Context: an optimization exercise on an open-source flow, tuned for small area, a short achievable clock period and few clock cycles per item. The choices shown serve that exercise and are no tape-out recipe. The RTL was checked by simulation tests, not by an equivalence proof against the original design.

## flow/constraint.sdc

```tcl
create_clock -name core_clock -period 12.0 [get_ports {clk}]
set_input_delay 2.4000 -clock core_clock [delete_from_list [all_inputs] [get_ports {clk}]]
set_output_delay 2.4000 -clock core_clock [all_outputs]
set_load 0.01 [all_outputs]
```

## flow/flow/run.sh

```bash
#!/bin/bash
set -euo pipefail
MARGIN=${MARGIN:-7.8}
bash standard.sh SETUP_SLACK_MARGIN=$MARGIN "BUFFER_PORTS_ARGS=-buffer_cell sky130_fd_sc_hd__buf_2" finish > make_finish.log 2>&1
```

## flow/design.v

```verilog
module gx2 (input wire a, input wire b, output wire y);
    assign y = a ^ b;
endmodule
module gxn2 (input wire a, input wire b, output wire y);
    assign y = ~(a ^ b);
endmodule
module kw_unwrap (
    input  wire         clk,
    input  wire         rst,
    input  wire         req_valid,
    output wire         req_ready,
    input  wire         req_kek,
    input  wire         req_long,
    input  wire [319:0] req_data,
    output wire         resp_valid,
    input  wire         resp_ready,
    output wire [255:0] resp_key,
    output wire         resp_ok
);
    localparam [63:0] IV = 64'hA6A6_A6A6_A6A6_A6A6;
    localparam [1:0] G_RUN   = 2'd0,
                     G_KEXP  = 2'd1,
                     G_KDONE = 2'd2;
    reg  [1:0]   gst;
    reg          ph;         
    reg  [3:0]   m;          
    reg          kph;        
    reg  [5:0]   kidx;       
    reg          k_rot;      
    reg          k_id;       
    reg  [7:0]   k_rcon;     
    reg  [255:0] kwin;       
    reg  [255:0] klast;      
    reg  [71:0]  ks;         
    reg  [127:0] sa;         
    reg  [287:0] sb;         
    reg          v_q, kek_q, long_q;
    reg          rdy;        
    reg  [63:0]  x1p, x2p, x3p, x4p, x1q, x2q, x3q, x4q;
    reg  [4:0]   tcp, tcq;       
    reg          lngp, lngq;
    reg          runp, runq;     
    reg          parkp, parkq;   
    reg          okcp, okcq;
    reg          old;        
    reg  [127:0] sbuf;
    reg          sok;
    reg          sv;         
    reg          spre;       
    reg  [255:0] out_key;
    reg          out_ok, out_pend, out_valid;
    reg          out_free;   
    wire [127:0] rk   = kwin[255:128];
    wire [127:0] rk14 = klast[127:0];
    wire         grun = (gst == G_RUN);
    wire         cb   = ~ph;                  
    wire         bnd  = (m == 4'd0);          
    function [7:0] rcon_of(input [2:0] i);
        case (i)
            3'd1:    rcon_of = 8'h01;
            3'd2:    rcon_of = 8'h02;
            3'd3:    rcon_of = 8'h04;
            3'd4:    rcon_of = 8'h08;
            3'd5:    rcon_of = 8'h10;
            3'd6:    rcon_of = 8'h20;
            3'd7:    rcon_of = 8'h40;
            default: rcon_of = 8'h00;
        endcase
    endfunction
    wire [31:0] kw0 = kwin[255:224], kw1 = kwin[223:192], kw2 = kwin[191:160], kw3 = kwin[159:128];
    wire [31:0] kw4 = kwin[127:96],  kw5 = kwin[95:64],   kw6 = kwin[63:32],   kw7 = kwin[31:0];
    wire        kfwd   = (gst == G_KEXP);
    wire [71:0] ks_next;
    wire [31:0] sub_out;
    genvar g;
    generate
        for (g = 0; g < 4; g = g + 1) begin : g_ksbox
            if (1) begin : u_a    
                wire [7:0] a = kw3[8*g +: 8];
                wire [17:0] p;
                wire n1;
                gx2 u1 (.a(a[1]), .b(a[6]), .y(n1));
                wire n2;
                gx2 u2 (.a(a[4]), .b(a[7]), .y(n2));
                wire n3;
                gx2 u3 (.a(a[2]), .b(a[3]), .y(n3));
                wire n4;
                gx2 u4 (.a(a[5]), .b(a[7]), .y(n4));
                wire n5;
                gx2 u5 (.a(a[0]), .b(a[2]), .y(n5));
                wire n6;
                gx2 u6 (.a(n1), .b(n2), .y(n6));
                wire n7;
                gx2 u7 (.a(a[6]), .b(n2), .y(n7));
                wire n8;
                gx2 u8 (.a(a[4]), .b(a[5]), .y(n8));
                wire n9;
                gx2 u9 (.a(a[7]), .b(n1), .y(n9));
                wire n10;
                gx2 u10 (.a(a[0]), .b(a[5]), .y(n10));
                wire n11;
                gx2 u11 (.a(a[1]), .b(n5), .y(n11));
                wire n12;
                gx2 u12 (.a(n3), .b(n4), .y(n12));
                wire n13;
                gx2 u13 (.a(n1), .b(n8), .y(n13));
                wire n14;
                gx2 u14 (.a(a[3]), .b(n1), .y(n14));
                wire n15;
                gx2 u15 (.a(n4), .b(n11), .y(n15));
                wire n16;
                gx2 u16 (.a(a[5]), .b(n2), .y(n16));
                wire n17;
                gx2 u17 (.a(a[3]), .b(n9), .y(n17));
                wire n18;
                gx2 u18 (.a(a[3]), .b(n6), .y(n18));
                wire n19;
                gx2 u19 (.a(n3), .b(n13), .y(n19));
                wire n20;
                gx2 u20 (.a(a[5]), .b(n11), .y(n20));
                wire n21;
                gx2 u21 (.a(a[5]), .b(n14), .y(n21));
                wire n22;
                gx2 u22 (.a(a[1]), .b(n3), .y(n22));
                wire n23;
                gx2 u23 (.a(n3), .b(n6), .y(n23));
                wire n24;
                gx2 u24 (.a(n5), .b(n9), .y(n24));
                wire n25;
                gx2 u25 (.a(n3), .b(n10), .y(n25));
                wire n26;
                gx2 u26 (.a(n3), .b(n7), .y(n26));
                wire n27;
                gx2 u27 (.a(a[4]), .b(n14), .y(n27));
                wire n28;
                gx2 u28 (.a(a[2]), .b(a[5]), .y(n28));
                wire n29;
                gx2 u29 (.a(n7), .b(n25), .y(n29));
                wire n30;
                gx2 u30 (.a(n1), .b(n12), .y(n30));
                wire n31;
                gx2 u31 (.a(a[4]), .b(n11), .y(n31));
                wire n32;
                gx2 u32 (.a(a[1]), .b(n4), .y(n32));
                wire n33;
                gx2 u33 (.a(a[3]), .b(n10), .y(n33));
                wire n34 = n17 & n21;
                wire n35 = n28 & n27;
                wire n36 = n30 & n8;
                wire n37 = a[3] & n18;
                wire n38 = n10 & n29;
                wire n39 = n33 & n20;
                wire n40 = n9 & n16;
                wire n41 = n5 & n15;
                wire n42 = n24 & n31;
                wire n43;
                gx2 u43 (.a(n38), .b(n39), .y(n43));
                wire n44;
                gx2 u44 (.a(n37), .b(n38), .y(n44));
                wire n45;
                gx2 u45 (.a(n36), .b(n44), .y(n45));
                wire n46;
                gx2 u46 (.a(n35), .b(n6), .y(n46));
                wire n47;
                gx2 u47 (.a(n41), .b(n42), .y(n47));
                wire n48;
                gx2 u48 (.a(n40), .b(n44), .y(n48));
                wire n49;
                gx2 u49 (.a(n36), .b(n26), .y(n49));
                wire n50;
                gx2 u50 (.a(a[1]), .b(n47), .y(n50));
                wire n51;
                gx2 u51 (.a(n34), .b(n49), .y(n51));
                wire n52;
                gx2 u52 (.a(n43), .b(n51), .y(n52));
                wire n53;
                gx2 u53 (.a(n41), .b(n12), .y(n53));
                wire n54;
                gx2 u54 (.a(n43), .b(n50), .y(n54));
                wire n55;
                gx2 u55 (.a(n45), .b(n46), .y(n55));
                wire n56;
                gx2 u56 (.a(n48), .b(n53), .y(n56));
                reg [3:0] e;
                always @(*) begin
                    case ({n54, n56, n52, n55})
                        4'd0: e = 4'd0;
                        4'd1: e = 4'd1;
                        4'd2: e = 4'd3;
                        4'd3: e = 4'd2;
                        4'd4: e = 4'd15;
                        4'd5: e = 4'd12;
                        4'd6: e = 4'd9;
                        4'd7: e = 4'd11;
                        4'd8: e = 4'd10;
                        4'd9: e = 4'd6;
                        4'd10: e = 4'd8;
                        4'd11: e = 4'd7;
                        4'd12: e = 4'd5;
                        4'd13: e = 4'd14;
                        4'd14: e = 4'd13;
                        4'd15: e = 4'd4;
                        default: e = 4'd0;
                    endcase
                end
                wire n57;
                gx2 u57 (.a(e[2]), .b(e[3]), .y(n57));
                wire n58;
                gx2 u58 (.a(e[0]), .b(e[1]), .y(n58));
                wire n59;
                gx2 u59 (.a(n57), .b(n58), .y(n59));
                wire n60;
                gx2 u60 (.a(e[1]), .b(e[3]), .y(n60));
                wire n61;
                gx2 u61 (.a(e[0]), .b(e[2]), .y(n61));
                wire n62 = n4 & e[3];
                wire n63 = n19 & e[2];
                wire n64 = n23 & n57;
                wire n65 = n6 & e[1];
                wire n66 = n26 & e[0];
                wire n67 = n22 & n58;
                wire n68 = n13 & n60;
                wire n69 = n32 & n61;
                wire n70 = n7 & n59;
                wire n71 = n21 & e[3];
                wire n72 = n27 & e[2];
                wire n73 = n8 & n57;
                wire n74 = n18 & e[1];
                wire n75 = n29 & e[0];
                wire n76 = n20 & n58;
                wire n77 = n16 & n60;
                wire n78 = n15 & n61;
                wire n79 = n31 & n59;
                assign p[0] = n62;
                assign p[1] = n63;
                assign p[2] = n64;
                assign p[3] = n65;
                assign p[4] = n66;
                assign p[5] = n67;
                assign p[6] = n68;
                assign p[7] = n69;
                assign p[8] = n70;
                assign p[9] = n71;
                assign p[10] = n72;
                assign p[11] = n73;
                assign p[12] = n74;
                assign p[13] = n75;
                assign p[14] = n76;
                assign p[15] = n77;
                assign p[16] = n78;
                assign p[17] = n79;
                assign ks_next[18*g +: 18] = p;
            end
            if (1) begin : u_b    
                wire [17:0] p = ks[18*g +: 18];
                wire [7:0] y;
                wire m1;
                gx2 u80 (.a(p[1]), .b(p[8]), .y(m1));
                wire m2;
                gx2 u81 (.a(p[0]), .b(m1), .y(m2));
                wire m3;
                gx2 u82 (.a(p[12]), .b(p[13]), .y(m3));
                wire m4;
                gx2 u83 (.a(p[10]), .b(p[11]), .y(m4));
                wire m5;
                gx2 u84 (.a(p[6]), .b(m2), .y(m5));
                wire m6;
                gx2 u85 (.a(p[15]), .b(p[17]), .y(m6));
                wire m7;
                gx2 u86 (.a(p[3]), .b(p[4]), .y(m7));
                wire m8;
                gx2 u87 (.a(p[16]), .b(m3), .y(m8));
                wire m9;
                gx2 u88 (.a(m3), .b(m4), .y(m9));
                wire m10;
                gx2 u89 (.a(p[14]), .b(m6), .y(m10));
                wire m11;
                gx2 u90 (.a(p[9]), .b(p[10]), .y(m11));
                wire m12;
                gx2 u91 (.a(p[2]), .b(p[3]), .y(m12));
                wire m32 = ~(m5 ^ m9);
                wire m14;
                gx2 u93 (.a(p[1]), .b(p[2]), .y(m14));
                wire m15;
                gx2 u94 (.a(m8), .b(m14), .y(m15));
                wire m16;
                gx2 u95 (.a(p[17]), .b(m11), .y(m16));
                wire m17;
                gx2 u96 (.a(p[7]), .b(m12), .y(m17));
                wire m18;
                gx2 u97 (.a(p[15]), .b(m7), .y(m18));
                wire m19;
                gx2 u98 (.a(m2), .b(m7), .y(m19));
                wire m20 = m6 ^ m11;
                wire m33 = ~(m8 ^ m16);
                wire m22;
                gx2 u101 (.a(p[12]), .b(m10), .y(m22));
                wire m34 = ~(m5 ^ m22);
                wire m24;
                gx2 u103 (.a(m1), .b(m17), .y(m24));
                wire m25;
                gx2 u104 (.a(p[13]), .b(m4), .y(m25));
                wire m35 = ~(p[5] ^ m24);
                wire m27;
                gx2 u106 (.a(p[7]), .b(m9), .y(m27));
                wire m28;
                gx2 u107 (.a(m10), .b(m25), .y(m28));
                wire m29 = m5 ^ m28;
                wire m30 = m15 ^ m18;
                wire m31 = m19 ^ m27;
                assign y[0] = m32;
                assign y[1] = m33;
                assign y[2] = m20;
                assign y[3] = m31;
                assign y[4] = m29;
                assign y[5] = m34;
                assign y[6] = m35;
                assign y[7] = m30;
                assign sub_out[8*g +: 8] = y;
            end
        end
    endgenerate
    wire [31:0]  sub_rot   = k_rot ? {sub_out[23:0], sub_out[31:24]} : sub_out;
    wire [31:0]  k_g       = k_id ? kw3 : (sub_rot ^ {k_rcon, 24'h0});
    wire [31:0]  k_new     = kw4 ^ k_g;
    wire [255:0] kfwd_next = {kwin[223:128], k_new, kwin[95:0], kw0};
    wire [255:0] kbwd_next = {k_new, kw5 ^ kw4, kw6 ^ kw5, kw7 ^ kw6, kwin[255:128]};
    wire [287:0] sb_next;
    generate
        for (g = 0; g < 16; g = g + 1) begin : g_sta
            localparam integer ROW = g % 4;
            localparam integer COL = g / 4;
            localparam integer SRC = ROW + 4 * ((COL + 4 - ROW) % 4);
            if (1) begin : u_a    
                wire [7:0] a = sa[127-8*SRC -: 8];
                wire [17:0] p;
                wire n1;
                gx2 u1 (.a(a[1]), .b(a[2]), .y(n1));
                wire n2;
                gx2 u2 (.a(a[0]), .b(a[5]), .y(n2));
                wire n3;
                gx2 u3 (.a(a[7]), .b(n1), .y(n3));
                wire n4;
                gx2 u4 (.a(a[4]), .b(a[6]), .y(n4));
                wire n5;
                gx2 u5 (.a(a[0]), .b(a[3]), .y(n5));
                wire n6;
                gx2 u6 (.a(a[3]), .b(a[5]), .y(n6));
                wire n7;
                gx2 u7 (.a(a[0]), .b(a[4]), .y(n7));
                wire n8;
                gx2 u8 (.a(n2), .b(n4), .y(n8));
                wire n9;
                gx2 u9 (.a(a[4]), .b(n6), .y(n9));
                wire n10;
                gx2 u10 (.a(a[6]), .b(n5), .y(n10));
                wire n11;
                gx2 u11 (.a(a[2]), .b(a[5]), .y(n11));
                wire n12;
                gx2 u12 (.a(a[0]), .b(a[7]), .y(n12));
                wire n13;
                gx2 u13 (.a(n3), .b(n8), .y(n13));
                wire n14;
                gx2 u14 (.a(n1), .b(n2), .y(n14));
                wire n15;
                gx2 u15 (.a(a[4]), .b(n2), .y(n15));
                wire n16;
                gx2 u16 (.a(n3), .b(n15), .y(n16));
                wire n36;
                gxn2 u17 (.a(a[1]), .b(n2), .y(n36));
                wire n18;
                gx2 u18 (.a(a[3]), .b(n4), .y(n18));
                wire n19;
                gx2 u19 (.a(a[6]), .b(n6), .y(n19));
                wire n20;
                gx2 u20 (.a(n1), .b(n7), .y(n20));
                wire n21;
                gx2 u21 (.a(a[6]), .b(n14), .y(n21));
                wire n42;
                gxn2 u22 (.a(n3), .b(n10), .y(n42));
                wire n23;
                gx2 u23 (.a(a[1]), .b(n12), .y(n23));
                wire n24;
                gx2 u24 (.a(n4), .b(n12), .y(n24));
                wire n25;
                gx2 u25 (.a(a[1]), .b(n7), .y(n25));
                wire n26;
                gx2 u26 (.a(a[7]), .b(n11), .y(n26));
                wire n27;
                gx2 u27 (.a(a[6]), .b(n3), .y(n27));
                wire n28;
                gx2 u28 (.a(n1), .b(n5), .y(n28));
                wire n29;
                gx2 u29 (.a(a[1]), .b(n9), .y(n29));
                wire n30;
                gx2 u30 (.a(a[6]), .b(n26), .y(n30));
                wire n31;
                gx2 u31 (.a(n3), .b(n18), .y(n31));
                wire n32;
                gx2 u32 (.a(a[1]), .b(n4), .y(n32));
                wire n38;
                gxn2 u33 (.a(a[4]), .b(n11), .y(n38));
                wire n34 = ~n7;
                wire n35 = ~n1;
                wire n37 = ~a[1];
                wire n39 = ~n14;
                wire n40 = ~n16;
                wire n41 = ~n9;
                wire n43 = ~n5;
                wire n44 = ~n8;
                wire n45 = ~n9;
                wire n46 = ~n16;
                wire n47 = ~a[6];
                wire n48 = n20 & n24;
                wire n49 = n34 & n31;
                wire n50 = n35 & n28;
                wire n51 = n36 & n32;
                wire n52 = n37 & n29;
                wire n53 = n2 & n19;
                wire n54 = n38 & n23;
                wire n55 = n25 & n30;
                wire n56 = n39 & n21;
                wire n57;
                gx2 u43 (.a(n52), .b(n55), .y(n57));
                wire n58;
                gx2 u44 (.a(n50), .b(n52), .y(n58));
                wire n59;
                gx2 u45 (.a(n53), .b(n13), .y(n59));
                wire n60;
                gx2 u46 (.a(n51), .b(n54), .y(n60));
                wire n61;
                gx2 u47 (.a(n53), .b(n10), .y(n61));
                wire n62;
                gx2 u48 (.a(n41), .b(n60), .y(n62));
                wire n63;
                gx2 u49 (.a(n48), .b(n59), .y(n63));
                wire n64;
                gx2 u50 (.a(n58), .b(n63), .y(n64));
                wire n65;
                gx2 u51 (.a(n51), .b(n40), .y(n65));
                wire n66;
                gx2 u52 (.a(n56), .b(n61), .y(n66));
                wire n67;
                gx2 u53 (.a(n57), .b(n66), .y(n67));
                wire n68;
                gx2 u54 (.a(n49), .b(n65), .y(n68));
                wire n69;
                gx2 u55 (.a(n57), .b(n62), .y(n69));
                wire n70;
                gx2 u56 (.a(n58), .b(n68), .y(n70));
                reg [3:0] e;
                always @(*) begin
                    case ({n67, n69, n64, n70})
                        4'd0: e = 4'd0;
                        4'd1: e = 4'd1;
                        4'd2: e = 4'd3;
                        4'd3: e = 4'd2;
                        4'd4: e = 4'd15;
                        4'd5: e = 4'd12;
                        4'd6: e = 4'd9;
                        4'd7: e = 4'd11;
                        4'd8: e = 4'd10;
                        4'd9: e = 4'd6;
                        4'd10: e = 4'd8;
                        4'd11: e = 4'd7;
                        4'd12: e = 4'd5;
                        4'd13: e = 4'd14;
                        4'd14: e = 4'd13;
                        4'd15: e = 4'd4;
                        default: e = 4'd0;
                    endcase
                end
                wire n71;
                gx2 u57 (.a(e[2]), .b(e[3]), .y(n71));
                wire n72;
                gx2 u58 (.a(e[0]), .b(e[1]), .y(n72));
                wire n73;
                gx2 u59 (.a(n71), .b(n72), .y(n73));
                wire n74;
                gx2 u60 (.a(e[1]), .b(e[3]), .y(n74));
                wire n75;
                gx2 u61 (.a(e[0]), .b(e[2]), .y(n75));
                wire n76 = n27 & e[3];
                wire n77 = n42 & e[2];
                wire n78 = n43 & n71;
                wire n79 = n44 & e[1];
                wire n80 = n45 & e[0];
                wire n81 = n10 & n72;
                wire n82 = n46 & n74;
                wire n83 = n13 & n75;
                wire n84 = n47 & n73;
                wire n85 = n24 & e[3];
                wire n86 = n31 & e[2];
                wire n87 = n28 & n71;
                wire n88 = n32 & e[1];
                wire n89 = n29 & e[0];
                wire n90 = n19 & n72;
                wire n91 = n23 & n74;
                wire n92 = n30 & n75;
                wire n93 = n21 & n73;
                assign p[0] = n76;
                assign p[1] = n77;
                assign p[2] = n78;
                assign p[3] = n79;
                assign p[4] = n80;
                assign p[5] = n81;
                assign p[6] = n82;
                assign p[7] = n83;
                assign p[8] = n84;
                assign p[9] = n85;
                assign p[10] = n86;
                assign p[11] = n87;
                assign p[12] = n88;
                assign p[13] = n89;
                assign p[14] = n90;
                assign p[15] = n91;
                assign p[16] = n92;
                assign p[17] = n93;
                assign sb_next[287-18*g -: 18] = p;
            end
        end
    endgenerate
    wire [127:0] ark;
    wire [127:0] imc;
    generate
        for (g = 0; g < 16; g = g + 1) begin : g_stb
            if (1) begin : u_b    
                wire [17:0] p = sb[287-18*g -: 18];
                wire [7:0] k = rk[127-8*g -: 8];
                wire [7:0] y;
                wire m1;
                gx2 u80 (.a(p[9]), .b(p[11]), .y(m1));
                wire m2;
                gx2 u81 (.a(p[0]), .b(p[2]), .y(m2));
                wire m3;
                gx2 u82 (.a(p[12]), .b(p[15]), .y(m3));
                wire m4;
                gx2 u83 (.a(m1), .b(m2), .y(m4));
                wire m5;
                gx2 u84 (.a(p[14]), .b(m4), .y(m5));
                wire m6;
                gx2 u85 (.a(p[13]), .b(m3), .y(m6));
                wire m7;
                gx2 u86 (.a(p[7]), .b(p[8]), .y(m7));
                wire m8;
                gx2 u87 (.a(p[1]), .b(p[3]), .y(m8));
                wire m9;
                gx2 u88 (.a(p[17]), .b(m6), .y(m9));
                wire m10;
                gx2 u89 (.a(p[4]), .b(p[16]), .y(m10));
                wire m11;
                gx2 u90 (.a(p[4]), .b(k[7]), .y(m11));
                wire m12;
                gx2 u91 (.a(p[6]), .b(p[8]), .y(m12));
                wire m13;
                gx2 u92 (.a(p[10]), .b(m2), .y(m13));
                wire m14;
                gx2 u93 (.a(m7), .b(m13), .y(m14));
                wire m15;
                gx2 u94 (.a(m10), .b(m12), .y(m15));
                wire m16;
                gx2 u95 (.a(m6), .b(m8), .y(m16));
                wire m17;
                gx2 u96 (.a(p[5]), .b(k[1]), .y(m17));
                wire m18;
                gx2 u97 (.a(p[5]), .b(m11), .y(m18));
                wire m19;
                gx2 u98 (.a(p[13]), .b(m7), .y(m19));
                wire m20;
                gx2 u99 (.a(p[2]), .b(m10), .y(m20));
                wire m21;
                gx2 u100 (.a(p[13]), .b(m18), .y(m21));
                wire m22;
                gx2 u101 (.a(k[6]), .b(m20), .y(m22));
                wire m23 = m16 ^ m22;
                wire m24;
                gx2 u103 (.a(p[16]), .b(k[0]), .y(m24));
                wire m25;
                gx2 u104 (.a(p[3]), .b(k[4]), .y(m25));
                wire m26;
                gx2 u105 (.a(m3), .b(m25), .y(m26));
                wire m27;
                gx2 u106 (.a(k[2]), .b(m7), .y(m27));
                wire m28;
                gx2 u107 (.a(p[15]), .b(m24), .y(m28));
                wire m29;
                gx2 u108 (.a(p[0]), .b(m17), .y(m29));
                wire m30;
                gx2 u109 (.a(k[5]), .b(m19), .y(m30));
                wire m31;
                gx2 u110 (.a(m15), .b(m26), .y(m31));
                wire m32;
                gx2 u111 (.a(k[3]), .b(m1), .y(m32));
                wire m33;
                gx2 u112 (.a(m4), .b(m27), .y(m33));
                wire m34 = m5 ^ m21;
                wire m35 = m5 ^ m31;
                wire m36 = m9 ^ m32;
                wire m37 = m9 ^ m33;
                wire m38 = m5 ^ m30;
                wire m39 = m8 ^ m29;
                wire m40;
                gx2 u119 (.a(p[11]), .b(m28), .y(m40));
                wire m41 = m14 ^ m40;
                assign y[0] = m41;
                assign y[1] = m39;
                assign y[2] = m37;
                assign y[3] = m36;
                assign y[4] = m35;
                assign y[5] = m38;
                assign y[6] = m23;
                assign y[7] = m34;
                assign ark[127-8*g -: 8] = y;
            end
        end
        for (g = 0; g < 4; g = g + 1) begin : g_imc
            if (1) begin : u_imc    
                wire [31:0] a = ark[127-32*g -: 32];
                wire [31:0] y;
                wire v0;
                gx2 u1 (.a(a[5]), .b(a[21]), .y(v0));
                wire v1;
                gx2 u2 (.a(a[13]), .b(a[29]), .y(v1));
                wire v2;
                gx2 u3 (.a(a[6]), .b(a[22]), .y(v2));
                wire v3;
                gx2 u4 (.a(a[14]), .b(a[30]), .y(v3));
                wire v4;
                gx2 u5 (.a(v0), .b(v1), .y(v4));
                wire v5;
                gx2 u6 (.a(a[7]), .b(v2), .y(v5));
                wire v6;
                gx2 u7 (.a(a[23]), .b(v3), .y(v6));
                wire v7;
                gx2 u8 (.a(a[3]), .b(a[31]), .y(v7));
                wire v8;
                gx2 u9 (.a(a[15]), .b(a[19]), .y(v8));
                wire v9;
                gx2 u10 (.a(a[25]), .b(v4), .y(v9));
                wire v10;
                gx2 u11 (.a(a[1]), .b(a[17]), .y(v10));
                wire v11;
                gx2 u12 (.a(a[8]), .b(a[24]), .y(v11));
                wire v12;
                gx2 u13 (.a(a[9]), .b(v9), .y(v12));
                wire v13;
                gx2 u14 (.a(a[12]), .b(a[28]), .y(v13));
                wire v14;
                gx2 u15 (.a(a[4]), .b(a[20]), .y(v14));
                wire v15;
                gx2 u16 (.a(a[0]), .b(a[16]), .y(v15));
                wire v16;
                gx2 u17 (.a(a[10]), .b(a[26]), .y(v16));
                wire v17;
                gx2 u18 (.a(a[2]), .b(a[18]), .y(v17));
                wire v18;
                gx2 u19 (.a(a[11]), .b(a[27]), .y(v18));
                wire v19;
                gx2 u20 (.a(v7), .b(v8), .y(v19));
                wire v20;
                gx2 u21 (.a(v6), .b(v17), .y(v20));
                wire v21;
                gx2 u22 (.a(a[7]), .b(v14), .y(v21));
                wire v22;
                gx2 u23 (.a(v2), .b(v16), .y(v22));
                wire v23;
                gx2 u24 (.a(a[23]), .b(v13), .y(v23));
                wire v24;
                gx2 u25 (.a(v5), .b(v18), .y(v24));
                wire v25;
                gx2 u26 (.a(a[7]), .b(v3), .y(v25));
                wire v26;
                gx2 u27 (.a(v3), .b(v22), .y(v26));
                wire v27;
                gx2 u28 (.a(v4), .b(v11), .y(v27));
                wire v28;
                gx2 u29 (.a(a[15]), .b(a[31]), .y(v28));
                wire v29;
                gx2 u30 (.a(a[30]), .b(v23), .y(v29));
                wire v30;
                gx2 u31 (.a(v8), .b(v10), .y(v30));
                wire v31;
                gx2 u32 (.a(a[2]), .b(v15), .y(v31));
                wire v32;
                gx2 u33 (.a(a[5]), .b(v19), .y(v32));
                wire v33;
                gx2 u34 (.a(a[21]), .b(v19), .y(v33));
                wire v34;
                gx2 u35 (.a(a[22]), .b(v21), .y(v34));
                wire v35;
                gx2 u36 (.a(v7), .b(v10), .y(v35));
                wire v36;
                gx2 u37 (.a(a[18]), .b(v15), .y(v36));
                wire v37;
                gx2 u38 (.a(a[23]), .b(v2), .y(v37));
                wire v38;
                gx2 u39 (.a(v26), .b(v28), .y(v38));
                wire v39;
                gx2 u40 (.a(v1), .b(v17), .y(v39));
                wire v40;
                gx2 u41 (.a(v5), .b(v20), .y(v40));
                wire v41;
                gx2 u42 (.a(a[13]), .b(v24), .y(v41));
                wire v42;
                gx2 u43 (.a(v27), .b(v37), .y(v42));
                wire v43;
                gx2 u44 (.a(a[15]), .b(a[24]), .y(v43));
                wire v44;
                gx2 u45 (.a(v6), .b(v18), .y(v44));
                wire v45;
                gx2 u46 (.a(v0), .b(v28), .y(v45));
                wire v46;
                gx2 u47 (.a(a[26]), .b(v11), .y(v46));
                wire v47;
                gx2 u48 (.a(a[6]), .b(v21), .y(v47));
                wire v48;
                gx2 u49 (.a(v0), .b(v16), .y(v48));
                wire v49;
                gx2 u50 (.a(a[0]), .b(a[31]), .y(v49));
                wire v50;
                gx2 u51 (.a(v4), .b(v15), .y(v50));
                wire v51;
                gx2 u52 (.a(v26), .b(v39), .y(v51));
                wire v52;
                gx2 u53 (.a(a[14]), .b(v23), .y(v52));
                wire v53;
                gx2 u54 (.a(a[29]), .b(v24), .y(v53));
                wire v54;
                gx2 u55 (.a(a[10]), .b(v11), .y(v54));
                wire v55;
                gx2 u56 (.a(a[31]), .b(v1), .y(v55));
                wire v56;
                gx2 u57 (.a(a[3]), .b(a[11]), .y(v56));
                wire v57;
                gx2 u58 (.a(a[13]), .b(v33), .y(v57));
                wire v58;
                gx2 u59 (.a(v6), .b(v31), .y(v58));
                wire v59;
                gx2 u60 (.a(v6), .b(v50), .y(v59));
                wire v60;
                gx2 u61 (.a(v14), .b(v30), .y(v60));
                wire v61;
                gx2 u62 (.a(v1), .b(v34), .y(v61));
                wire v62;
                gx2 u63 (.a(a[15]), .b(v29), .y(v62));
                wire v63;
                gx2 u64 (.a(a[31]), .b(v5), .y(v63));
                wire v64;
                gx2 u65 (.a(a[14]), .b(v45), .y(v64));
                wire v65;
                gx2 u66 (.a(a[17]), .b(v31), .y(v65));
                wire v66;
                gx2 u67 (.a(a[4]), .b(a[12]), .y(v66));
                wire v67;
                gx2 u68 (.a(a[11]), .b(v16), .y(v67));
                wire v68;
                gx2 u69 (.a(a[19]), .b(a[27]), .y(v68));
                wire v69;
                gx2 u70 (.a(v43), .b(v50), .y(v69));
                wire v70;
                gx2 u71 (.a(a[8]), .b(a[31]), .y(v70));
                wire v71;
                gx2 u72 (.a(a[16]), .b(v37), .y(v71));
                wire v72;
                gx2 u73 (.a(a[10]), .b(v24), .y(v72));
                wire v73;
                gx2 u74 (.a(a[1]), .b(a[8]), .y(v73));
                wire v74 = v61 ^ v62;
                wire v75;
                gx2 u76 (.a(v32), .b(v34), .y(v75));
                wire v76;
                gx2 u77 (.a(a[6]), .b(v45), .y(v76));
                wire v77;
                gx2 u78 (.a(v5), .b(v10), .y(v77));
                wire v78;
                gx2 u79 (.a(v14), .b(v29), .y(v78));
                wire v79;
                gx2 u80 (.a(v25), .b(v46), .y(v79));
                wire v80;
                gx2 u81 (.a(v18), .b(v31), .y(v80));
                wire v81;
                gx2 u82 (.a(a[17]), .b(v6), .y(v81));
                wire v82;
                gx2 u83 (.a(a[16]), .b(v27), .y(v82));
                wire v83;
                gx2 u84 (.a(v35), .b(v67), .y(v83));
                wire v84;
                gx2 u85 (.a(v13), .b(v64), .y(v84));
                wire v85;
                gx2 u86 (.a(v8), .b(v56), .y(v85));
                wire v86 = v25 ^ v69;
                wire v87;
                gx2 u88 (.a(v10), .b(v71), .y(v87));
                wire v88;
                gx2 u89 (.a(a[4]), .b(a[28]), .y(v88));
                wire v89;
                gx2 u90 (.a(v44), .b(v47), .y(v89));
                wire v90;
                gx2 u91 (.a(a[4]), .b(v13), .y(v90));
                wire v91 = v59 ^ v70;
                wire v92;
                gx2 u93 (.a(v48), .b(v66), .y(v92));
                wire v93;
                gx2 u94 (.a(a[1]), .b(v36), .y(v93));
                wire v94;
                gx2 u95 (.a(v35), .b(v36), .y(v94));
                wire v95;
                gx2 u96 (.a(v9), .b(v77), .y(v95));
                wire v96;
                gx2 u97 (.a(a[8]), .b(v49), .y(v96));
                wire v97;
                gx2 u98 (.a(a[15]), .b(v73), .y(v97));
                wire v98;
                gx2 u99 (.a(v52), .b(v55), .y(v98));
                wire v99;
                gx2 u100 (.a(v25), .b(v90), .y(v99));
                wire v100;
                gx2 u101 (.a(a[28]), .b(v14), .y(v100));
                wire v101;
                gx2 u102 (.a(a[17]), .b(v54), .y(v101));
                wire v102;
                gx2 u103 (.a(v36), .b(v85), .y(v102));
                wire v103 = v76 ^ v78;
                wire v104;
                gx2 u105 (.a(a[1]), .b(a[9]), .y(v104));
                wire v105;
                gx2 u106 (.a(v27), .b(v94), .y(v105));
                wire v106;
                gx2 u107 (.a(v33), .b(v88), .y(v106));
                wire v107;
                gx2 u108 (.a(a[16]), .b(v97), .y(v107));
                wire v108;
                gx2 u109 (.a(a[23]), .b(a[27]), .y(v108));
                wire v109;
                gx2 u110 (.a(v29), .b(v32), .y(v109));
                wire v110;
                gx2 u111 (.a(v46), .b(v104), .y(v110));
                wire v111;
                gx2 u112 (.a(a[12]), .b(v108), .y(v111));
                wire v112;
                gx2 u113 (.a(v5), .b(v100), .y(v112));
                wire v113;
                gx2 u114 (.a(v25), .b(v107), .y(v113));
                wire v114;
                gx2 u115 (.a(v20), .b(v92), .y(v114));
                wire v115;
                gx2 u116 (.a(a[0]), .b(a[15]), .y(v115));
                wire v116;
                gx2 u117 (.a(a[9]), .b(v65), .y(v116));
                wire v117;
                gx2 u118 (.a(a[29]), .b(v44), .y(v117));
                wire v118;
                gx2 u119 (.a(a[26]), .b(v30), .y(v118));
                wire v119;
                gx2 u120 (.a(a[25]), .b(v93), .y(v119));
                wire v120 = v40 ^ v110;
                wire v121;
                gx2 u122 (.a(v33), .b(v52), .y(v121));
                wire v122;
                gx2 u123 (.a(a[9]), .b(v4), .y(v122));
                wire v123;
                gx2 u124 (.a(a[20]), .b(a[28]), .y(v123));
                wire v124;
                gx2 u125 (.a(a[11]), .b(v17), .y(v124));
                wire v125 = v72 ^ v105;
                wire v126 = v53 ^ v114;
                wire v127 = v42 ^ v115;
                wire v128 = v41 ^ v109;
                wire v129 = v47 ^ v98;
                wire v130;
                gx2 u131 (.a(v79), .b(v102), .y(v130));
                wire v131;
                gx2 u132 (.a(a[24]), .b(v49), .y(v131));
                wire v132 = v57 ^ v89;
                wire v133;
                gx2 u134 (.a(a[20]), .b(a[27]), .y(v133));
                wire v134;
                gx2 u135 (.a(v81), .b(v131), .y(v134));
                wire v135;
                gx2 u136 (.a(v22), .b(v111), .y(v135));
                wire v136 = v12 ^ v130;
                wire v137;
                gx2 u138 (.a(a[12]), .b(a[20]), .y(v137));
                wire v138 = v53 ^ v121;
                wire v139 = v34 ^ v84;
                wire v140 = v63 ^ v82;
                wire v141 = v38 ^ v119;
                wire v142 = v75 ^ v117;
                wire v143;
                gx2 u144 (.a(v32), .b(v137), .y(v143));
                wire v144;
                gx2 u145 (.a(v83), .b(v112), .y(v144));
                wire v145;
                gx2 u146 (.a(v60), .b(v135), .y(v145));
                wire v146 = v38 ^ v116;
                wire v147 = v12 ^ v144;
                wire v148;
                gx2 u149 (.a(v30), .b(v124), .y(v148));
                wire v149 = v12 ^ v134;
                wire v150 = v51 ^ v143;
                wire v151;
                gx2 u152 (.a(v99), .b(v148), .y(v151));
                wire v152 = v51 ^ v106;
                wire v153;
                gx2 u154 (.a(v43), .b(v122), .y(v153));
                wire v154 = v12 ^ v151;
                wire v155;
                gx2 u156 (.a(a[25]), .b(v101), .y(v155));
                wire v156;
                gx2 u157 (.a(v7), .b(v68), .y(v156));
                wire v157;
                gx2 u158 (.a(v80), .b(v118), .y(v157));
                wire v158;
                gx2 u159 (.a(v13), .b(v133), .y(v158));
                wire v159 = v12 ^ v145;
                wire v160;
                gx2 u161 (.a(v54), .b(v156), .y(v160));
                wire v161;
                gx2 u162 (.a(v58), .b(v160), .y(v161));
                wire v162;
                gx2 u163 (.a(v48), .b(v123), .y(v162));
                wire v163 = v95 ^ v96;
                wire v164 = v87 ^ v153;
                wire v165;
                gx2 u166 (.a(v20), .b(v162), .y(v165));
                wire v166 = v12 ^ v113;
                wire v167 = v40 ^ v155;
                wire v168 = v41 ^ v165;
                wire v169 = v12 ^ v161;
                wire v170;
                gx2 u171 (.a(v35), .b(v158), .y(v170));
                wire v171 = v42 ^ v157;
                wire v172;
                gx2 u173 (.a(v20), .b(v170), .y(v172));
                wire v173 = v12 ^ v172;
                assign y[0] = v140;
                assign y[1] = v149;
                assign y[2] = v141;
                assign y[3] = v171;
                assign y[4] = v173;
                assign y[5] = v152;
                assign y[6] = v142;
                assign y[7] = v103;
                assign y[8] = v86;
                assign y[9] = v163;
                assign y[10] = v120;
                assign y[11] = v169;
                assign y[12] = v147;
                assign y[13] = v126;
                assign y[14] = v128;
                assign y[15] = v129;
                assign y[16] = v127;
                assign y[17] = v166;
                assign y[18] = v146;
                assign y[19] = v125;
                assign y[20] = v154;
                assign y[21] = v150;
                assign y[22] = v132;
                assign y[23] = v139;
                assign y[24] = v91;
                assign y[25] = v164;
                assign y[26] = v167;
                assign y[27] = v136;
                assign y[28] = v159;
                assign y[29] = v168;
                assign y[30] = v138;
                assign y[31] = v74;
                assign imc[127-32*g -: 32] = y;
            end
        end
    endgenerate
    wire [63:0] b_hi = ark[127:64];
    wire [63:0] b_lo = ark[63:0];
    wire        b_ok = (b_hi == IV);
    wire        bnd_b      = grun && bnd;     
    wire        run_b      = runp;
    wire        last_b     = (tcp == 5'd1);
    wire        s_first    = sv && !spre;     
    wire        sout       = s_first && out_free;
    wire        fin_direct = bnd_b && run_b && last_b && (old == cb) && out_free && !s_first;
    wire        sfill      = bnd_b && run_b && last_b && !fin_direct && !lngp && !sv;
    wire        fin_park   = bnd_b && run_b && last_b && !fin_direct && !sfill;
    wire        cont       = bnd_b && run_b && !last_b;
    wire        unpark     = parkp && (old == cb) && out_free && !s_first;
    wire        acc        = rdy && !kek_q && req_valid;
    wire        kek_acc    = rdy &&  kek_q && req_valid;
    wire        acc_d      = rdy && !kek_q;
    wire        kek_d      = rdy &&  kek_q;
    wire        has_o      = runq || parkq;
    wire [63:0]  head      = lngp ? x1p : x3p;
    wire [4:0]   t_nx      = tcp - 5'd1;
    wire [4:0]   t_first   = long_q ? 5'd24 : 5'd12;
    wire [63:0]  c_n       = long_q ? req_data[63:0] : req_data[191:128];
    wire [127:0] blk_raw   = cont ? {b_hi ^ {59'd0, t_nx}, head}
                                  : {req_data[319:256] ^ {59'd0, t_first}, c_n};
    reg  [1:0]  gst_n;
    reg         ph_n, kph_n;
    reg  [3:0]  m_n;
    reg  [5:0]  kidx_n;
    reg         runp_n, parkp_n;
    reg  [4:0]  tcp_n;
    reg         old_n, sv_n, spre_n;
    always @(*) begin
        gst_n  = gst;
        ph_n   = ~ph;
        m_n    = m;
        kph_n  = kph;
        kidx_n = kidx;
        case (gst)
            G_RUN: begin
                if (kek_acc) begin
                    gst_n  = G_KEXP;
                    kph_n  = 1'b0;
                    kidx_n = 6'd8;
                end else if (!ph) begin
                    m_n = bnd ? 4'd13 : m - 4'd1;
                end
            end
            G_KEXP: begin
                kph_n = ~kph;
                if (kph) begin
                    kidx_n = kidx + 6'd1;
                    if (kidx == 6'd59)
                        gst_n = G_KDONE;
                end
            end
            default: begin
                gst_n = G_RUN;
                m_n   = 4'd0;
            end
        endcase
        runp_n  = runp;
        parkp_n = parkp;
        tcp_n   = tcp;
        if (acc) begin
            runp_n = 1'b1;
            tcp_n  = t_first;
        end else if (bnd_b && run_b && last_b) begin
            runp_n = 1'b0;
        end
        if (cont)
            tcp_n = t_nx;
        if (fin_park)
            parkp_n = 1'b1;
        else if (unpark)
            parkp_n = 1'b0;
        old_n = old;
        if (acc && !has_o)
            old_n = cb;
        else if (fin_direct || unpark)
            old_n = ~cb;
        else if (sfill && old == cb)
            old_n = ~cb;
        sv_n   = sv;
        spre_n = spre;
        if (sfill) begin
            sv_n   = 1'b1;
            spre_n = (old != cb);
        end else if (sout) begin
            sv_n   = 1'b0;
        end
        if (fin_direct || unpark)
            spre_n = 1'b0;
        if (rst) begin
            gst_n   = G_RUN;
            ph_n    = 1'b1;
            m_n     = 4'd0;
            runp_n  = 1'b0;
            parkp_n = 1'b0;
            sv_n    = 1'b0;
        end
    end
    wire out_pend_n  = !rst && (fin_direct || unpark || sout);
    wire out_valid_n = !rst && (out_pend || (out_valid && !resp_ready));
    wire out_free_n  = !(out_pend_n || out_pend || out_valid);
    wire v_q_n       = !rst && req_valid && !rdy;
    wire runq_n   = runq && !rst;
    wire parkq_n  = parkq && !rst;
    wire cb_n     = ~ph_n;
    wire grun_n   = (gst_n == G_RUN);
    wire bnd_n    = grun_n && (m_n == 4'd0);
    wire old_is_n = (old_n == cb_n) && !(sv_n && !spre_n);
    wire last_n   = bnd_n && runq_n && (tcq == 5'd1);
    wire free_n   = (!runq_n && (!parkq_n || (old_is_n && out_free_n))) ||
                    (last_n && ((old_is_n && out_free_n) || (!lngq && !sv_n)));
    wire rdy_n    = !rst && v_q_n && grun_n &&
                    (req_kek ? (!runq_n && !parkq_n && !runp_n && !parkp_n)
                             : (bnd_n && free_n));
    always @(posedge clk) begin
        gst      <= gst_n;
        ph       <= ph_n;
        m        <= m_n;
        kph      <= kph_n;
        kidx     <= kidx_n;
        runq     <= runp_n;
        parkq    <= parkp_n;
        tcq      <= tcp_n;
        runp     <= runq_n;
        parkp    <= parkq_n;
        tcp      <= tcq;
        old      <= old_n;
        sv       <= sv_n;
        spre     <= spre_n;
        out_pend  <= out_pend_n;
        out_valid <= out_valid_n;
        out_free  <= out_free_n;
        v_q      <= v_q_n;
        kek_q    <= req_kek;
        long_q   <= req_long;
        rdy      <= rdy_n;
    end
    always @(posedge clk) begin
        ks <= ks_next;
        if (kek_d)
            kwin <= {req_data[127:0], req_data[255:128]};
        else if (kfwd && kph)
            kwin <= kfwd_next;
        else if (grun && !ph)
            kwin <= bnd ? klast : kbwd_next;
        if (gst == G_KDONE)
            klast <= {kwin[127:0], kwin[255:128]};
        if (kek_d) begin
            k_rot  <= 1'b1;
            k_id   <= 1'b0;
            k_rcon <= 8'h01;
        end else if (kfwd) begin
            if (kph) begin
                k_rot  <= (kidx_n[2:0] == 3'd0);
                k_id   <= (kidx_n[1:0] != 2'd0);
                k_rcon <= (kidx_n[2:0] == 3'd0) ? rcon_of(kidx_n[5:3]) : 8'h00;
            end
        end else if (!grun || !ph) begin
            k_rot  <= m_n[0];
            k_id   <= 1'b0;
            k_rcon <= m_n[0] ? rcon_of(m_n[3:1] + 3'd1) : 8'h00;
        end
    end
    always @(posedge clk) begin
        sb <= sb_next;
        if (!bnd)
            sa <= imc;
        else
            sa <= blk_raw ^ rk14;
    end
    always @(posedge clk) begin
        if (sfill) begin
            sbuf <= {b_lo, x3p};
            sok  <= b_ok;
        end
    end
    always @(posedge clk) begin
        x1p  <= x1q;
        x2p  <= x2q;
        x3p  <= x3q;
        x4p  <= x4q;
        lngp <= lngq;
        okcp <= okcq;
        x1q  <= x1p;
        x2q  <= x2p;
        x3q  <= x3p;
        x4q  <= x4p;
        lngq <= lngp;
        okcq <= okcp;
        if (cont) begin
            x3q <= b_lo;
            if (lngp) begin
                x1q <= x2p;
                x2q <= x3p;
            end
        end else if (acc_d) begin
            lngq <= long_q;
            x1q  <= req_data[127:64];
            x2q  <= req_data[191:128];
            x3q  <= req_data[255:192];
        end
        if (fin_park) begin
            x4q  <= b_lo;
            okcq <= b_ok;
        end
    end
    always @(posedge clk) begin
        if (fin_direct || unpark) begin
            out_key <= {fin_direct ? b_lo : x4p, x3p, {x2p, x1p} & {128{lngp}}};
            out_ok  <= fin_direct ? b_ok : okcp;
        end else if (sout) begin
            out_key <= {sbuf, 128'd0};
            out_ok  <= sok;
        end else if (out_pend && !out_ok) begin
            out_key <= 256'd0;
        end
    end
    assign req_ready  = rdy;
    assign resp_valid = out_valid;
    assign resp_ok    = out_ok;
    assign resp_key   = out_key;
endmodule
```

## flow/config.mk

```make
export PLATFORM = sky130hd
export DESIGN_NAME = kw_unwrap
export DESIGN_NICKNAME = kw_unwrap
export VERILOG_FILES = /design/flow/design.v
export SDC_FILE = /design/flow/constraint.sdc
export NUM_CORES = 8
export LEC_CHECK = 0
export CAP_MARGIN = 40
export CELL_PAD_IN_SITES_DETAIL_PLACEMENT = 1
export CELL_PAD_IN_SITES_GLOBAL_PLACEMENT = 2
export CORE_MARGIN = 2
export CORE_UTILIZATION = 30
export CTS_CLUSTER_DIAMETER = 80
export CTS_CLUSTER_SIZE = 22
export PLACE_DENSITY = 0.5
export SLEW_MARGIN = 40
export SYNTH_HIERARCHICAL = 1
```

## flow/standard.sh

```bash
#!/bin/bash
# synth_recipe.tcl (not shown) runs the flow's synth.tcl, then flattens the netlist and writes it again
# the make line also repeats each setting of config.mk as NAME=value (left out here)
make -C /OpenROAD-flow-scripts/flow DESIGN_CONFIG=/design/flow/config.mk WORK_HOME=/design/flow/orfs CLKGATE_MAP_FILE= SYNTH_SCRIPT=/design/flow/synth_recipe.tcl "${@:-finish}"
```

==> results by group, run 1 <==
Clock tree
  • Root Buffer: clkbuf_16
  • # clock sinks: 1,948
  • CTS H-tree lvls: 4
  • CTS Buf Count: 156
  • Worst skew pair latency: 900 ps
  • CTS tree: done
  • CTS clock-pin slew for the worst setup and hold paths: 100 ps
  • Clock Tree Buf Depth: 4

STA
  • Final Max Tran Viols: 0
  • Final setup vio count: 0
  • Hold Slack: 318 ps
  • Setup TNS: 0 ps
  • Slew margin rel.: 30.9%
  • Worst Skew: 75.3 ps
  • RSZ-0062 raised after global routing: true
  • Tmin final: 4190 ps
  • Final period utilization: 34.9%
  • Worst Tran Pin Value: 1030 ps
  • Max frequency: 238 MHz
  • Hold Violations, Final: 0

Route
  • Drt total wl: 520,000 um
  • WL per Instance: 34.7 um
  • DRT iter0 DRCs: 6,961
  • Post-route antenna net violation count: 0
  • DRT Pass-1 Iters: 6
  • DRC Markers: 0
  • Vias per std cell: 5.08
  • DR vias: 75,969

Layout
  • Nets: 10,859
  • Layout cell share with drive strength beyond 1: 16.1%
  • Area grow syn2layout: 19.1%
  • Final core occ: 36.0%
  • Finished Layout Cells: 14,963

Hold path
  • Hold path cells: 0
  • Worst hold-check path type: reg2reg

Logic synthesis
  • Synth cell types: 63
  • Mapped Avg Cell Area: 10.1 um2
  • Ys Warns: 7
  • Asr flop ratio synth: 0%
  • Commonest register cell after synthesis: dfxtp_1
  • Syn_nets: 10,219
  • Seq/Total Area, Yosys: 48.5%
  • Post-Synthesis Cells: 9,809
  • Mapped cell area: 0.0990 mm2
  • Post-synth EDFFs: 899
  • Synth Register Bits: 1,948

Global routing
  • First-pass GRT wire length: 691,000 um
  • Initial antenna violation count: 82
  • Global route overflow: 0
  • Number of global-route vias before repair: 76,916
  • Largest net degree at the start of global routing: 158
  • Overall routing resource usage: 30.2%

Worst setup path
  • R2R depth: 12
  • Critical-path maximum fanout: 4
  • Critical Path RT: 12,800 ps
  • CP Class: reg2reg
  • Crit path DAT: 4990 ps
  • Setup crit end kind: register
  • Startpoint types: register

Floorplan
  • Die Height: 578 um
  • Initial Util: 30.2%
  • Placement Rows: 210
  • Total die area: 0.335 mm2
  • Core Region: 0.328 mm2
  • IO Count: 585
  • Chip width: 578 um

Placed design
  • Placer's final routability congestion estimate: 0.925
  • Post-Place Cells: 14,531
  • Hpwl dp: 409,000 um
  • IO buf count: 584

Job
  • Max-Cap Viols: 0

Run status
  • Status: timing/DRC/antenna clean
-- modules after synthesis, one instance, submodules excluded --
module	flip-flops and latches	copies in the design	cells
gx2	0	2180	1
gxn2	0	48	1
kw_unwrap	1948	1	7581
-- critical path: stages (launching register included) --
cell and delay, ps:
dfxtp_1 370, xor2_1 300, xor2_1 310, xor2_1 440, xnor2_1 180, buf_4 260, clkinvlp_4 400, xor2_2 410
xor2_2 380, xor2_1 330, xor2_1 300, nand2_1 240, o21ai_0 160
-- final timing paths --
path | start | to | slack [ps]
max | sb[87]$_DFF_P_ | sa[42]$_DFF_P_ | 7810
min | x1q[19]$_DFF_P_ | x1p[19]$_DFF_P_ | 320
max reg2reg | sb[87]$_DFF_P_ | sa[42]$_DFF_P_ | 7810
min reg2reg | x1q[19]$_DFF_P_ | x1p[19]$_DFF_P_ | 320
-- state kept, by name, indices dropped and copies added (netlist names), 5 cells and up --
register	flops
x2p	64
x1p	64
sa	128
tcp	5
k_rcon	7
kwin	256
out_key	256
x3q	64
x4q	64
x3p	64
sbuf	128
sb	288
klast	256
x2q	64
x1q	64
ks	72
x4p	64
kidx	6
tcq	5
-- layout by cell type (no fill, tap or decap), drive strengths merged, types with 64 or more instances in the layout --
cell       n
buf      915
o21ai    554
xnor2    389
o22ai    130
nor2     623
nor2b    200
ha        84
and3     140
xor2    2404
clkbuf   189
nand2    928
mux2i    133
a22o      64
edfxtp   899
a211oi   154
and2     414
inv      253
dfxtp   1049
a21oi    619
a31oi    141
-- stage by stage --
stage / worst slack, ps / area, um2
2_1_floorplan: 6670 / 99100
3_3_place_gp: 6900 / 108000
3_5_place_dp: 7090 / 108000
4_1_cts: 7760 / 115000
5_1_grt: 7700 / 118000
6_report: 7810 / 118000
-- synth_stat cells, types with 200 or more instances --
library cell	instances	area [um2]
o21ai_0	553	2770
xnor2_1	389	3410
nand2_1	928	3480
edfxtp_1	899	27000
and2_1	413	2580
xor2_1	2404	21100
nor2b_1	200	1250
dfxtp_1	1049	21000
inv_1	200	751
a21oi_1	618	3090
clkbuf_1	362	1360
nor2_1	623	2340
-- metal layers --
metal | GRT usage, % | part of all wire [%] | up-vias
met5 | 0 | 0.024 | -
li1 | - | - | 33994
met1 | 43.0 | 46 | 39289
met2 | 47.5 | 45 | 2236
met4 | 10.4 | 4.0 | 20
met3 | 3.04 | 5.0 | 430
-- cell type report --
type                    instances  area (um2)
fillers                     36329      210000
multi-input cells            7227       52300
flip-flops and latches       1948       48100
repair buffers                916        5860
well taps                    4346        5440
clock buffers                 189        4330
clock inverters                98        1070
inverters                     200         766
diodes                         39        97.6
-- what timing repair did --
item / CTS / global route
gates resized for setup: 216 / 268
hold buffers: 0 / 0
pin swaps: 14 / 31
gates cloned: 1 / 0
setup buffers: 54 / 48
endpoints found under the setup margin: 477 / 273
endpoints found under the hold margin: 0 / 0
-- cell families after synthesis --
| kind of cell | Yosys count | share of synthesized area, % |
|---|---|---|
| buffers and inverters | 634 | 2.45 |
| AO/OA/AOI/OAI | 1745 | 10.1 |
| flip-flops | 1948 | 48.5 |
| XOR/XNOR | 2793 | 24.7 |
| adder cells (fa/ha/maj) | 84 | 1.06 |
| AND/OR/NAND/NOR | 2452 | 11.6 |
| multiplexers | 153 | 1.64 |
Testbench counts, summed over its fixed seeds: cycles 65,898, items 256.
==> inputs of run 2 (changes only) <==
==> flow/flow/run.sh (replaced) <==
#!/bin/bash
set -euo pipefail
MARGIN=${MARGIN:-8.2}
bash standard.sh SETUP_SLACK_MARGIN=$MARGIN "BUFFER_PORTS_ARGS=-buffer_cell sky130_fd_sc_hd__buf_2" finish > make_finish.log 2>&1
==> results by group, run 2 <==
Logic synthesis
  • Post-synth top area share: 27.3%
  • Ys Warns: 7
  • Most common cell in the synthesized netlist: xor2_1
  • Post-synth top area cell: edfxtp_1
  • Mapped Avg Cell Area: 10.1 um2
  • Top post-synthesis cells by area: edfxtp_1 27%, xor2_1 21%, dfxtp_1 21%
  • Synth cell types: 63
  • Post-synth EDFFs: 899
  • Asr flop ratio synth: 0%
  • Commonest register cell after synthesis: dfxtp_1
  • Synth Register Bits: 1,948
  • Post-Synthesis Cells: 9,809
  • Seq/Total Area, Yosys: 48.5%
  • Top cells by count, synth: 2,404 x xor2_1, 1,049 x dfxtp_1, 928 x nand2_1
  • Syn_nets: 10,219
  • Mapped cell area: 0.0990 mm2

Clock tree
  • CTS Buf Count: 156
  • Clock Tree Buf Depth: 4
  • CTS clock-pin slew for the worst setup and hold paths: 100 ps
  • Worst skew pair latency: 930 ps
  • Post-CTS Hold Fix Bufs: 0
  • CTS H-tree lvls: 4
  • CTS tree: done
  • # clock sinks: 1,948
  • Root Buffer: clkbuf_16

Worst setup path
  • Crit path max-delay cell type: edfxtp_1
  • Critical-path maximum fanout: 1
  • CP Class: reg2out
  • Crit path DAT: 1700 ps
  • Top Family by Delay on Critical Path: flip-flops
  • Setup crit end kind: primary output
  • R2R depth: 15
  • Startpoint types: register
  • Instance count on the critical path: 1
  • Critical Path RT: 9600 ps
  • Worst-path cell chain: buf_2
  • Register-to-register setup slack: 8110 ps
  • Worst path bufs/invs: 1
  • Crit-path max cell delay: 580 ps

Global routing
  • First-pass GRT wire length: 699,000 um
  • Largest net degree at the start of global routing: 158
  • Global route overflow: 0
  • Overall routing resource usage: 30.6%
  • Number of global-route vias before repair: 78,054
  • Initial antenna violation count: 86

Placed design
  • Placer's final routability congestion estimate: 0.925
  • Hpwl dp: 409,000 um
  • Placed cell areas: 0.108 mm2
  • IO buf count: 584
  • Pre-CTS setup slack: 7090 ps

STA
  • Tmin final: 4100 ps
  • Hold Slack: 318 ps
  • Worst Tran Pin Value: 1070 ps
  • Setup TNS: 0 ps
  • Slew margin rel.: 27.9%
  • Hold Violations, Final: 0
  • Final Max Tran Viols: 0
  • Worst Skew: 77.0 ps
  • Max frequency: 244 MHz
  • PnR worst setup slack: 7900 ps
  • RSZ-0062 raised after global routing: true
  • Final period utilization: 34.2%
  • Final setup vio count: 0

Floorplan
  • Die Height: 578 um
  • IO Count: 585
  • Total die area: 0.335 mm2
  • Core Region: 0.328 mm2
  • Chip width: 578 um
  • Initial Util: 30.2%
  • Placement Rows: 210

Layout
  • Final core occ: 38.3%
  • Final Cell Area: 0.126 mm2
  • Max FFs per register: 288
  • Nets: 11,206
  • Area grow syn2layout: 27.0%
  • Filler cells: 35,826
  • Most frequent cells in the layout: 1,808 x xor2_1, 936 x dfxtp_1, 923 x nand2_1, 899 x edfxtp_1, 610 x nor2_1
  • Layout cell share with drive strength beyond 1: 23.1%
  • Largest Register: sb
  • Commonest non-fill, non-tap cell in the layout: xor2_1

Route
  • WL per Instance: 34.5 um
  • Post-route antenna net violation count: 0
  • DR vias: 77,609
  • Vias per std cell: 5.07
  • DRT Pass-1 Iters: 6
  • Drt total wl: 528,000 um
  • DRC Markers: 0
  • DRT iter0 DRCs: 7,205

Hold path
  • Hold path cells: 0
  • Worst hold-check path type: reg2reg

Job
  • Max-Cap Viols: 0

Run status
  • Status: timing/DRC/antenna clean
==> run 2: cell counts after synthesis <==
No cell type changed its count.
==> run 2: modules after synthesis, one instance, submodules excluded <==
module,copies in the design,flip-flops and latches
kw_unwrap,1,1948
gx2,2180,0
gxn2,48,0
==> run 2: logic make-up after synthesis <==
| kind of cell | share of synthesized area (%) |
|---|---|
| XOR/XNOR | 24.7 |
| AO/OA/AOI/OAI | 10.1 |
| multiplexers | 1.64 |
| buffers and inverters | 2.45 |
| AND/OR/NAND/NOR | 11.6 |
| flip-flops | 48.5 |
| adder cells (fa/ha/maj) | 1.06 |
==> run 2: worst paths after layout <==
check | endpoint | start
max | resp_key[1] | out_key[1]$_SDFFCE_PP0P_
min | x1p[19]$_DFF_P_ | x1q[19]$_DFF_P_
max reg2reg | ks[71]$_DFF_P_ | kwin[158]$_DFFE_PP_
min reg2reg | x1p[19]$_DFF_P_ | x1q[19]$_DFF_P_
==> run 2: through the flow <==
stage                     instances
final                         15302
after global routing          15284
after CTS                     15007
after detailed placement      14531
after global placement        14526
after floorplan                9809
==> run 2: layout make-up <==
| cell class | instances | area (um2) | area share, % |
|---|---|---|---|
| well taps | 4346 | 5440 | 4.33 |
| clock inverters | 98 | 1070 | 0.850 |
| diodes | 31 | 77.6 | 0.0617 |
| multi-input cells | 7228 | 56500 | 45.0 |
| flip-flops and latches | 1948 | 48300 | 38.4 |
| clock buffers | 189 | 4330 | 3.45 |
| repair buffers | 1262 | 9110 | 7.25 |
| inverters | 200 | 822 | 0.654 |
==> run 2: repair_timing <==
item,CTS,global route
gates resized for setup,717,581
gates cloned,2,0
buffers inserted,187,262
endpoints found under the setup margin,1193,601
pin swaps,125,209
==> run 2: per-layer routing <==
| layer | wire length (um) | share of wire, % | GRT usage (%) |
|---|---|---|---|
| met2 | 239000 | 45 | 48.2 |
| met1 | 241000 | 46 | 43.4 |
| met4 | 21700 | 4.1 | 10.8 |
| met5 | 169 | 0.032 | 0 |
| met3 | 26900 | 5.1 | 3.17 |
==> inputs of run 3 (changes only) <==
==> flow/flow/run.sh (replaced) <==
#!/bin/bash
set -euo pipefail
MARGIN=${MARGIN:-8}
bash standard.sh SETUP_SLACK_MARGIN=$MARGIN "BUFFER_PORTS_ARGS=-buffer_cell sky130_fd_sc_hd__buf_2" finish > make_finish.log 2>&1
==> results by group, run 3 <==
Placed design
  • Placer's final routability congestion estimate: 0.925
  • Placed cell areas: 0.108 mm2
  • IO buf count: 584
  • Hpwl dp: 409,000 um
  • Pre-CTS setup slack: 7090 ps

Logic synthesis
  • Most common cell in the synthesized netlist: xor2_1
  • Top post-synthesis cells by area: edfxtp_1 27%, xor2_1 21%, dfxtp_1 21%
  • Syn_nets: 10,219
  • Mapped Avg Cell Area: 10.1 um2
  • Post-Synthesis Cells: 9,809
  • Seq/Total Area, Yosys: 48.5%
  • Synth cell types: 63
  • Top cells by count, synth: 2,404 x xor2_1, 1,049 x dfxtp_1, 928 x nand2_1
  • Post-synth top area share: 27.3%
  • Post-synth EDFFs: 899
  • Asr flop ratio synth: 0%
  • Post-synth top area cell: edfxtp_1
  • Synth Register Bits: 1,948
  • Commonest register cell after synthesis: dfxtp_1
  • Ys Warns: 7
  • Mapped cell area: 0.0990 mm2

Floorplan
  • Initial Util: 30.2%
  • IO Count: 585
  • Die Height: 578 um
  • Total die area: 0.335 mm2
  • Placement Rows: 210
  • Chip width: 578 um
  • Core Region: 0.328 mm2

STA
  • PnR worst setup slack: 7940 ps
  • Hold Slack: 316 ps
  • Setup TNS: 0 ps
  • Final Max Tran Viols: 0
  • RSZ-0062 raised after global routing: true
  • Worst Tran Pin Value: 971 ps
  • Hold Violations, Final: 0
  • Tmin final: 4060 ps
  • Slew margin rel.: 34.8%
  • Worst Skew: 76.3 ps
  • Max frequency: 247 MHz
  • Final period utilization: 33.8%
  • Final setup vio count: 0

Global routing
  • Initial antenna violation count: 89
  • Number of global-route vias before repair: 77,350
  • First-pass GRT wire length: 694,000 um
  • Largest net degree at the start of global routing: 158
  • Overall routing resource usage: 30.4%
  • Global route overflow: 0

Worst setup path
  • Startpoint types: register
  • Crit path DAT: 1660 ps
  • Worst path bufs/invs: 1
  • Setup crit start: out_key[66]$_SDFFCE_PP0P_
  • Worst-path cell chain: buf_2
  • Register-to-register setup slack: 7960 ps
  • Worst r2r dst: ks[71]$_DFF_P_
  • Critical-path maximum fanout: 1
  • Setup crit end kind: primary output
  • R2R depth: 15
  • Critical Path RT: 9600 ps
  • Crit-path max cell delay: 550 ps
  • Top Family by Delay on Critical Path: flip-flops
  • CP Class: reg2out
  • Reg-to-reg startpoint: kwin[158]$_DFFE_PP_
  • Crit path max-delay cell type: edfxtp_1

Layout
  • Layout cell share with drive strength beyond 1: 19.2%
  • Largest Register: sb
  • Commonest non-fill, non-tap cell in the layout: xor2_1
  • Area grow syn2layout: 22.4%
  • Nets: 11,000
  • Final Cell Area: 0.121 mm2
  • Max FFs per register: 288
  • Most frequent cells in the layout: 1,998 x xor2_1, 959 x dfxtp_1, 923 x nand2_1, 899 x edfxtp_1, 610 x nor2_1

Clock tree
  • CTS tree: done
  • # clock sinks: 1,948
  • CTS Buf Count: 156
  • CTS clock-pin slew for the worst setup and hold paths: 100 ps
  • CTS H-tree lvls: 4
  • Post-CTS Hold Fix Bufs: 0
  • Root Buffer: clkbuf_16
  • Clock Tree Buf Depth: 4
  • Worst skew pair latency: 900 ps

Hold path
  • Worst hold-check path type: reg2reg
  • Hold path cells: 0
  • Worst hold path startpoint: x1q[19]$_DFF_P_
  • Min-Delay Endpoint: x1p[19]$_DFF_P_

Route
  • Drt total wl: 524,000 um
  • DRC Markers: 0
  • DR vias: 76,933
  • WL per Instance: 34.7 um
  • Vias per std cell: 5.09
  • Post-route antenna net violation count: 0
  • DRT Pass-1 Iters: 5
  • DRT iter0 DRCs: 6,985

Run status
  • Status: timing/DRC/antenna clean

Job
  • Max-Cap Viols: 0
## run 3: cell types whose count changed in the layout (fill, tap and decap cells not counted), sizes merged
cell      delta
buf        -206
clkinvlp     -9
inv          +9
diode        +5
## run 3: final cells by class
cell class | count | area (um2)
multi-input combinational | 7228 | 54200
antenna | 36 | 90.1
tap | 4346 | 5440
clock buffer | 189 | 4330
sequential | 1948 | 48200
timing repair buffer | 1056 | 7090
inverter | 200 | 788
clock inverter | 98 | 1070
fill | 36116 | 207000
## run 3: worst reg2reg max path, stage by stage (launching register included)
cell and delay [ps]:
edfxtp_1 400, buf_6 240, xor2_4 230, buf_4 190
xor2_1 340, xor2_1 230, and2_1 260, xor2_2 200
xor2_2 250, inv_1 130, ha_4 290, inv_2 40
mux4_2 540, xor2_4 200, xor2_1 180, and2_1 170
## run 3: what timing repair did
action	4_1_cts	5_1_grt
pin swaps	43	105
gates resized for setup	393	417
buffers inserted	92	150
gates cloned	2	0
hold endpoints to repair	0	0
setup endpoints to repair	592	380
## run 3: routing by layer
| metal | GRT usage (%) | vias up | part of all wire (%) |
|---|---|---|---|
| li1 | - | 34200 | - |
| met1 | 43.1 | 39908 | 46 |
| met2 | 47.8 | 2331 | 45 |
| met3 | 3.19 | 464 | 4.7 |
| met4 | 10.7 | 30 | 4.1 |
| met5 | 0 | - | 0.037 |
## run 3: cell families (layout without fill, tap and decap cells)
logic type / Yosys count / count (layout) / synth area share [%]
other: 0 / 36 / 0
AND/OR/NAND/NOR: 2452 / 2453 / 11.6
buffers and inverters: 634 / 1543 / 2.45
multiplexers: 153 / 153 / 1.64
adder cells (fa/ha/maj): 84 / 84 / 1.06
flip-flops: 1948 / 1948 / 48.5
AO/OA/AOI/OAI: 1745 / 1745 / 10.1
XOR/XNOR: 2793 / 2793 / 24.7
## run 3: worst max-delay path by stage
| stage | to | slack, ps | cells after the start |
|---|---|---|---|
| final | resp_key[66] | 7940 | 1 |
| after global routing | ks[71]$_DFF_P_ | 7870 | 17 |
| after CTS | sa[107]$_DFF_P_ | 7790 | 14 |
| after detailed placement | sb[242]$_DFF_P_ | 7090 | 15 |
| after global placement | sa[44]$_DFF_P_ | 6900 | 12 |
| after floorplan | kwin[0]$_DFFE_PP_ | 6670 | 3 |
## run 3: per-stage QoR
| stage | utilization (%) | cells |
|---|---|---|
| 3_5_place_dp | 33.0 | 14531 |
| 4_1_cts | 35.7 | 14912 |
| 5_1_grt | 36.9 | 15079 |
| 2_1_floorplan | - | 9809 |
| 6_report | 36.9 | 15101 |
| 3_3_place_gp | 32.9 | 14526 |
## run 3: Yosys stat by module (local to each module, per instance)
module	flops+latches	area (um2)	times used	cells inside
kw_unwrap	1948	79500	1	7581
gx2	0	8.76	2180	1
gxn2	0	8.76	48	1

re-timing with driven ports:
No port has a modelled driver above. Below, the same layouts with a new extraction and two added sets of constraints. Step 1 assumes that a clkbuf_16 drives the clock port and a buf_2 every other input. Step 2, shift: input delay + t, output delay - t, t = (earliest + latest rising clock arrival at the registers) / 2. This alone moves slack from input paths to output paths. a / b / c = ideal / step 1 / step 2; a / b = the first two.
run | t, ns | setup slack, ns | worst setup path after step 2 | worst register clock-pin slew, ns | cell pins on the clock port's net
run 1 | 0.976 | 7.807 / 7.807 / 7.248 | input to register | 0.10 / 0.10 | 1
run 2 | 0.981 | 7.897 / 7.806 / 7.401 | input to register | 0.10 / 0.10 | 1
run 3 | 0.981 | 7.943 / 7.830 / 7.310 | input to register | 0.10 / 0.10 | 1
After both steps every run listed still meets setup and hold. The setup slack of run 3, which loses most, moves by -0.113 ns with the drivers and by -0.633 ns with both steps.
